Background: an optimization exercise with open tools, aiming at small area, a short achievable clock period and few clock cycles. Do not read the settings as production practice. Where RTL was checked, it was by simulation tests only, not by an equivalence proof against the original.

==> 02-17: inputs <==
// pass_comparator
module pass_comparator (
    input  wire        clk,
    input  wire        rst,
    input  wire        start,
    input  wire        coded,       
    input  wire [1:0]  trap,        
    input  wire [1:0]  trap_tag,    
    input  wire [7:0]  p_len,       
    input  wire [7:0]  k_len,       
    output wire        ready,
    output reg         rd_en,
    output wire [6:0]  rd_addr,
    input  wire [63:0] p_value,
    input  wire [19:0] p_lii,
    input  wire [1:0]  p_tag,
    input  wire [63:0] k_value,
    input  wire [19:0] k_lii,
    input  wire [1:0]  k_tag,
    output reg         done,
    output reg  [3:0]  verdict,
    output reg  [7:0]  word,
    output wire [63:0] sig
);
    localparam [1:0] TAG_BITS = 2'd0, TAG_INT = 2'd1, TAG_REAL64 = 2'd2, TAG_REAL32 = 2'd3;
    localparam [3:0] V_PASS       = 4'h0,
                     V_VALUE      = 4'h1,
                     V_CODE       = 4'h2,
                     V_INT_RANGE  = 4'h3,
                     V_REAL_RANGE = 4'h4,
                     V_REAL_NAN   = 4'h5,
                     V_LENGTH     = 4'h6,
                     V_INDEX      = 4'h7,
                     V_CODE_TRAP  = 4'h8,
                     V_RESIDUE    = 4'h9;
    reg         idle;         
    reg         md;           
    reg  [4:0]  mcnt;         
    reg  [6:0]  a;            
    reg  [6:0]  n;            
    reg         chk_valid;    
    reg         cv2;          
    reg         full;         
    reg  [63:0] ncrc;         
    reg  [63:0] p;
    reg  [63:0] k;
    reg  [1:0]  tag;
    reg         idx_bad;      
    assign ready   = idle;
    assign rd_addr = a;
    assign sig     = ncrc;
    wire busy = !idle;
    wire        is_int  = (tag == TAG_INT);
    wire        is_real = tag[1];
    wire        is64    = !tag[0];                   
    wire [10:0] e64     = p[62:52];
    wire [7:0]  e32     = p[30:23];
    wire        e64z    = (e64 == 11'd0);
    wire        e32z    = (e32 == 8'd0);
  ...
clock: 70.0 ns
lec_check: 0
cap_margin: 20
core_margin: 2
core_utilization: 40
slew_margin: 20
synth_hierarchical: 1
standard.sh (not shown) runs the stock make flow with config.mk's settings and CLKGATE_MAP_FILE= SYNTH_SCRIPT=/design/flow/synth_recipe.tcl, a recipe that flattens the netlist after the stock synthesis.
==> flow/flow/run.sh <==
#!/bin/bash
# The standard layout (standard.sh, its synthesis unchanged), except that
# every input and output port is buffered by a plain buf_1 (repair may resize
# it) instead of the delay buffer buffer_ports picks by itself.
# Each step's full output goes to a log file of its own here.
set -euo pipefail
bash standard.sh synth > synth.log 2>&1
export BUFFER_PORTS_ARGS="-buffer_cell sky130_fd_sc_hd__buf_1"
bash standard.sh floorplan > floorplan.log 2>&1
bash standard.sh place > place.log 2>&1
bash standard.sh cts > cts.log 2>&1
bash standard.sh route > route.log 2>&1
bash standard.sh finish > finish.log 2>&1
==> 02-28 (differences from 02-17) <==
--- a/flow/design.v
+++ b/flow/design.v
@@ -131,15 +131,14 @@
         endcase
     end
     wire [16:0] mz;
     wire        k_code;
     mod_step u_mod (.c(chunk), .k63(k[63]), .r(r), .mz(mz), .k_code(k_code));
     wire [16:0] r_next = (mcnt[4:1] != 4'd0) ? mz : 17'd0;
     wire imm    = (trap != 2'd0) || (coded && p_len != k_len) || (p_len == 8'd0);
-    wire accept = start && idle;
     wire run    = busy && !md;
     wire cf     = run && cv2 && full;             
     wire last   = run && cv2 && !chk_valid;       
     wire bad    = (wv != V_PASS);
     wire to_md  = cf && (wv == V_CODE);
     wire fail   = cf && bad && !to_md;
     wire md_end = md && (mcnt == 5'd17);
@@ -157,67 +156,61 @@
         p       <= p_value;
         k       <= k_value;
         tag     <= p_tag;
         idx_bad <= (p_lii != k_lii) || (p_tag != k_tag);
         ncrc    <= md ? {~crc_next[63:17], r_next} :
                    (cv2 && busy) ? ~crc_next : 64'd0;
         mcnt    <= md ? mcnt + 5'd1 : 5'd0;
-        if (accept) begin
-            n    <= p_len[6:0];
-            full <= coded;
+        if (idle) begin
+            n       <= p_len[6:0];
+            full    <= coded;
+            a       <= 7'd0;
+            verdict <= v_start;
+            word    <= 8'hFF;
+        end else if (md) begin
+            if (md_end) begin
+                verdict <= k_code ? V_VALUE : V_CODE;
+                word    <= {1'b0, a};
+            end
+        end else begin
+            a <= to_md ? am2 : a + 7'd1;
+            if (fail) begin
+                verdict <= wv;
+                word    <= {1'b0, am2};
+            end else if (last) begin
+                verdict <= V_PASS;
+                word    <= 8'hFF;
+            end
         end
+    end
+    always @(posedge clk) begin
         if (rst) begin
             idle      <= 1'b1;
             md        <= 1'b0;
             rd_en     <= 1'b0;
             chk_valid <= 1'b0;
             cv2       <= 1'b0;
             done      <= 1'b0;
         end else begin
             chk_valid <= rd_en && !md;
             cv2       <= chk_valid && busy && !md;
-            done      <= 1'b0;
             if (idle) begin
-                if (start) begin
-                    a       <= 7'd0;
-                    verdict <= v_start;
-                    word    <= 8'hFF;
-                    done    <= imm;
-                    idle    <= imm;
-                    rd_en   <= !imm;
-                end
+                done  <= start && imm;
+                idle  <= !start || imm;
+                rd_en <= start && !imm;
             end else if (md) begin
+                done  <= md_end;
+                idle  <= md_end;
+                md    <= !md_end;
                 rd_en <= 1'b0;
-                if (md_end) begin
-                    done    <= 1'b1;
-                    idle    <= 1'b1;
-                    md      <= 1'b0;
-                    verdict <= k_code ? V_VALUE : V_CODE;
-                    word    <= {1'b0, a};
-                end
             end else begin
-                a     <= a + 7'd1;
-                rd_en <= rd_en && (a + 7'd1 != n);
-                if (to_md) begin
-                    md    <= 1'b1;
-                    a     <= am2;
-                    rd_en <= 1'b1;
-                end else if (fail) begin
-                    done    <= 1'b1;
-                    idle    <= 1'b1;
-                    rd_en   <= 1'b0;
-                    verdict <= wv;
-                    word    <= {1'b0, am2};
-                end else if (last) begin
-                    done    <= 1'b1;
-                    idle    <= 1'b1;
-                    rd_en   <= 1'b0;
-                    verdict <= V_PASS;
-                    word    <= 8'hFF;
-                end
+                done  <= fail || (last && !to_md);
+                idle  <= fail || (last && !to_md);
+                md    <= to_md;
+                rd_en <= to_md || (rd_en && (a + 7'd1 != n) && !fail && !last);
             end
         end
     end
 endmodule
 module int_check (input wire [63:0] p, input wire [63:0] k, input wire [63:0] e, output wire eq);
     wire [63:0] q   = {p[59:0], 4'd0};
     wire [63:0] ia  = ~(e ^ q);
- CAP_MARGIN: 20 -> 0
- CTS_CLUSTER_DIAMETER: default -> 130
- CTS_CLUSTER_SIZE: default -> 28
- SLEW_MARGIN: 20 -> 0
==> 05-21 (differences from 02-17) <==
--- a/flow/design.v
+++ b/flow/design.v
@@ -131,15 +131,14 @@
         endcase
     end
     wire [16:0] mz;
     wire        k_code;
     mod_step u_mod (.c(chunk), .k63(k[63]), .r(r), .mz(mz), .k_code(k_code));
     wire [16:0] r_next = (mcnt[4:1] != 4'd0) ? mz : 17'd0;
     wire imm    = (trap != 2'd0) || (coded && p_len != k_len) || (p_len == 8'd0);
-    wire accept = start && idle;
     wire run    = busy && !md;
     wire cf     = run && cv2 && full;             
     wire last   = run && cv2 && !chk_valid;       
     wire bad    = (wv != V_PASS);
     wire to_md  = cf && (wv == V_CODE);
     wire fail   = cf && bad && !to_md;
     wire md_end = md && (mcnt == 5'd17);
@@ -157,67 +156,61 @@
         p       <= p_value;
         k       <= k_value;
         tag     <= p_tag;
         idx_bad <= (p_lii != k_lii) || (p_tag != k_tag);
         ncrc    <= md ? {~crc_next[63:17], r_next} :
                    (cv2 && busy) ? ~crc_next : 64'd0;
         mcnt    <= md ? mcnt + 5'd1 : 5'd0;
-        if (accept) begin
-            n    <= p_len[6:0];
-            full <= coded;
+        if (idle) begin
+            n       <= p_len[6:0];
+            full    <= coded;
+            a       <= 7'd0;
+            verdict <= v_start;
+            word    <= 8'hFF;
+        end else if (md) begin
+            if (md_end) begin
+                verdict <= k_code ? V_VALUE : V_CODE;
+                word    <= {1'b0, a};
+            end
+        end else begin
+            a <= to_md ? am2 : a + 7'd1;
+            if (fail) begin
+                verdict <= wv;
+                word    <= {1'b0, am2};
+            end else if (last) begin
+                verdict <= V_PASS;
+                word    <= 8'hFF;
+            end
         end
+    end
+    always @(posedge clk) begin
         if (rst) begin
             idle      <= 1'b1;
             md        <= 1'b0;
             rd_en     <= 1'b0;
             chk_valid <= 1'b0;
             cv2       <= 1'b0;
             done      <= 1'b0;
         end else begin
             chk_valid <= rd_en && !md;
             cv2       <= chk_valid && busy && !md;
-            done      <= 1'b0;
             if (idle) begin
-                if (start) begin
-                    a       <= 7'd0;
-                    verdict <= v_start;
-                    word    <= 8'hFF;
-                    done    <= imm;
-                    idle    <= imm;
-                    rd_en   <= !imm;
-                end
+                done  <= start && imm;
+                idle  <= !start || imm;
+                rd_en <= start && !imm;
             end else if (md) begin
+                done  <= md_end;
+                idle  <= md_end;
+                md    <= !md_end;
                 rd_en <= 1'b0;
-                if (md_end) begin
-                    done    <= 1'b1;
-                    idle    <= 1'b1;
-                    md      <= 1'b0;
-                    verdict <= k_code ? V_VALUE : V_CODE;
-                    word    <= {1'b0, a};
-                end
             end else begin
-                a     <= a + 7'd1;
-                rd_en <= rd_en && (a + 7'd1 != n);
-                if (to_md) begin
-                    md    <= 1'b1;
-                    a     <= am2;
-                    rd_en <= 1'b1;
-                end else if (fail) begin
-                    done    <= 1'b1;
-                    idle    <= 1'b1;
-                    rd_en   <= 1'b0;
-                    verdict <= wv;
-                    word    <= {1'b0, am2};
-                end else if (last) begin
-                    done    <= 1'b1;
-                    idle    <= 1'b1;
-                    rd_en   <= 1'b0;
-                    verdict <= V_PASS;
-                    word    <= 8'hFF;
-                end
+                done  <= fail || (last && !to_md);
+                idle  <= fail || (last && !to_md);
+                md    <= to_md;
+                rd_en <= to_md || (rd_en && (a + 7'd1 != n) && !fail && !last);
             end
         end
     end
 endmodule
 module int_check (input wire [63:0] p, input wire [63:0] k, input wire [63:0] e, output wire eq);
     wire [63:0] q   = {p[59:0], 4'd0};
     wire [63:0] ia  = ~(e ^ q);
==> 11-20 (differences from 02-17) <==
--- a/flow/design.v
+++ b/flow/design.v
@@ -131,15 +131,14 @@
         endcase
     end
     wire [16:0] mz;
     wire        k_code;
     mod_step u_mod (.c(chunk), .k63(k[63]), .r(r), .mz(mz), .k_code(k_code));
     wire [16:0] r_next = (mcnt[4:1] != 4'd0) ? mz : 17'd0;
     wire imm    = (trap != 2'd0) || (coded && p_len != k_len) || (p_len == 8'd0);
-    wire accept = start && idle;
     wire run    = busy && !md;
     wire cf     = run && cv2 && full;             
     wire last   = run && cv2 && !chk_valid;       
     wire bad    = (wv != V_PASS);
     wire to_md  = cf && (wv == V_CODE);
     wire fail   = cf && bad && !to_md;
     wire md_end = md && (mcnt == 5'd17);
@@ -157,38 +156,36 @@
         p       <= p_value;
         k       <= k_value;
         tag     <= p_tag;
         idx_bad <= (p_lii != k_lii) || (p_tag != k_tag);
         ncrc    <= md ? {~crc_next[63:17], r_next} :
                    (cv2 && busy) ? ~crc_next : 64'd0;
         mcnt    <= md ? mcnt + 5'd1 : 5'd0;
-        if (accept) begin
-            n    <= p_len[6:0];
-            full <= coded;
+        if (idle) begin
+            n       <= p_len[6:0];
+            full    <= coded;
+            a       <= 7'd0;
+            verdict <= v_start;
+            word    <= 8'hFF;
         end
         if (rst) begin
             idle      <= 1'b1;
             md        <= 1'b0;
             rd_en     <= 1'b0;
             chk_valid <= 1'b0;
             cv2       <= 1'b0;
             done      <= 1'b0;
         end else begin
             chk_valid <= rd_en && !md;
             cv2       <= chk_valid && busy && !md;
             done      <= 1'b0;
             if (idle) begin
-                if (start) begin
-                    a       <= 7'd0;
-                    verdict <= v_start;
-                    word    <= 8'hFF;
-                    done    <= imm;
-                    idle    <= imm;
-                    rd_en   <= !imm;
-                end
+                done  <= start && imm;
+                idle  <= !start || imm;
+                rd_en <= start && !imm;
             end else if (md) begin
                 rd_en <= 1'b0;
                 if (md_end) begin
                     done    <= 1'b1;
                     idle    <= 1'b1;
                     md      <= 1'b0;
                     verdict <= k_code ? V_VALUE : V_CODE;
- GPL_TIMING_DRIVEN: default -> 0
==> results.json <==
{
  "outcome": "complete, no violations",
  "syn_area_um2": 23600,
  "synth_top_area_share_pct": 35.9,
  "grtUsageTotal_pct": 34.5,
  "met2_length_um": 45300,
  "grt_max_degree": 51,
  "clock_latency_ns": 0.56,
  "drt-total-wl_um": 109000
}
[end of results for 02-28]
==> results.json <==
{
  "clk_pin_slew_ns": 0.06,
  "grt_max_degree": 51,
  "setup.worst_path.start": "a[3]$_SDFFE_PP0N_",
  "ys.flop_type": "dfxtp_1",
  "met2_length_um": 45500,
  "outcome": "complete, no violations",
  "grtUsageTotal_pct": 34.6,
  "grt_overflow_total": 0,
  "drt-total-wl_um": 109000,
  "syn_area_um2": 23600,
  "synth_top_area_share_pct": 35.9
}
[end of results for 05-21]
==> results.json <==
{
  "reg_top3": "k: 64 flops, ncrc: 64 flops, p: 64 flops",
  "syn_area_um2": 24000,
  "synth_top_area_share_pct": 35.5,
  "met2_length_um": 51500,
  "crit_arrival_ns": 1.61,
  "core_area_um2": 59200,
  "grt_max_degree": 17,
  "drt-total-wl_um": 120000,
  "clock_latency_ns": 0.64,
  "drtIter0Drc": 3449,
  "outcome": "complete, no violations"
}
[end of results for 11-20]
==> results.json <==
{
  "clock_latency_ns": 0.62,
  "grtUsageTotal_pct": 35.7,
  "met2_length_um": 51500,
  "drt-total-wl_um": 116000,
  "inverters": 106,
  "synth-edff-count": 27,
  "max_stage_delay_ns": 0.68,
  "grt_max_degree": 56,
  "outcome": "complete, no violations",
  "synth_top_area_share_pct": 34.3,
  "synth_top_area_cell": "xor2_1"
}
[end of results for 02-17]
Testbench counts of 02-28, summed over its fixed seeds: cycles 28,851.
Testbench counts of 05-21, summed over its fixed seeds: cycles 28,851.
The RTL of 02-17 and 11-20 was laid out without a check of its function.

-- afterwards: timing with drivers on the ports --
How much do the figures lean on ideal ports? The routed layouts below were timed once more, with nothing changed but the port constraints.
Step 1 assumes that a clkbuf_16 drives the clock port and a buf_2 every other input.
Step 2 adds t to the input delays and takes it off the output delays; t is the mean of the earliest and latest rising clock arrival at the registers after step 1. Input paths then give back, and output paths get back, about the clock's delay inside the block.
a / b / c = no drivers / after step 1 / after step 2; a / b = the first two.
run	t, ns	slack for setup (ns)	worst setup path after step 2
02-17	0.667	54.493 / 54.430 / 54.145	input to register
02-28	0.600	54.624 / 54.564 / 54.386	input to register
05-21	0.648	54.632 / 54.570 / 54.322	input to register
11-20	0.673	54.387 / 54.328 / 54.051	input to register
After both steps every run listed still meets setup and hold. For 02-17, which loses most, drivers alone change the setup slack by -0.063 ns; drivers and shift together by -0.348 ns.
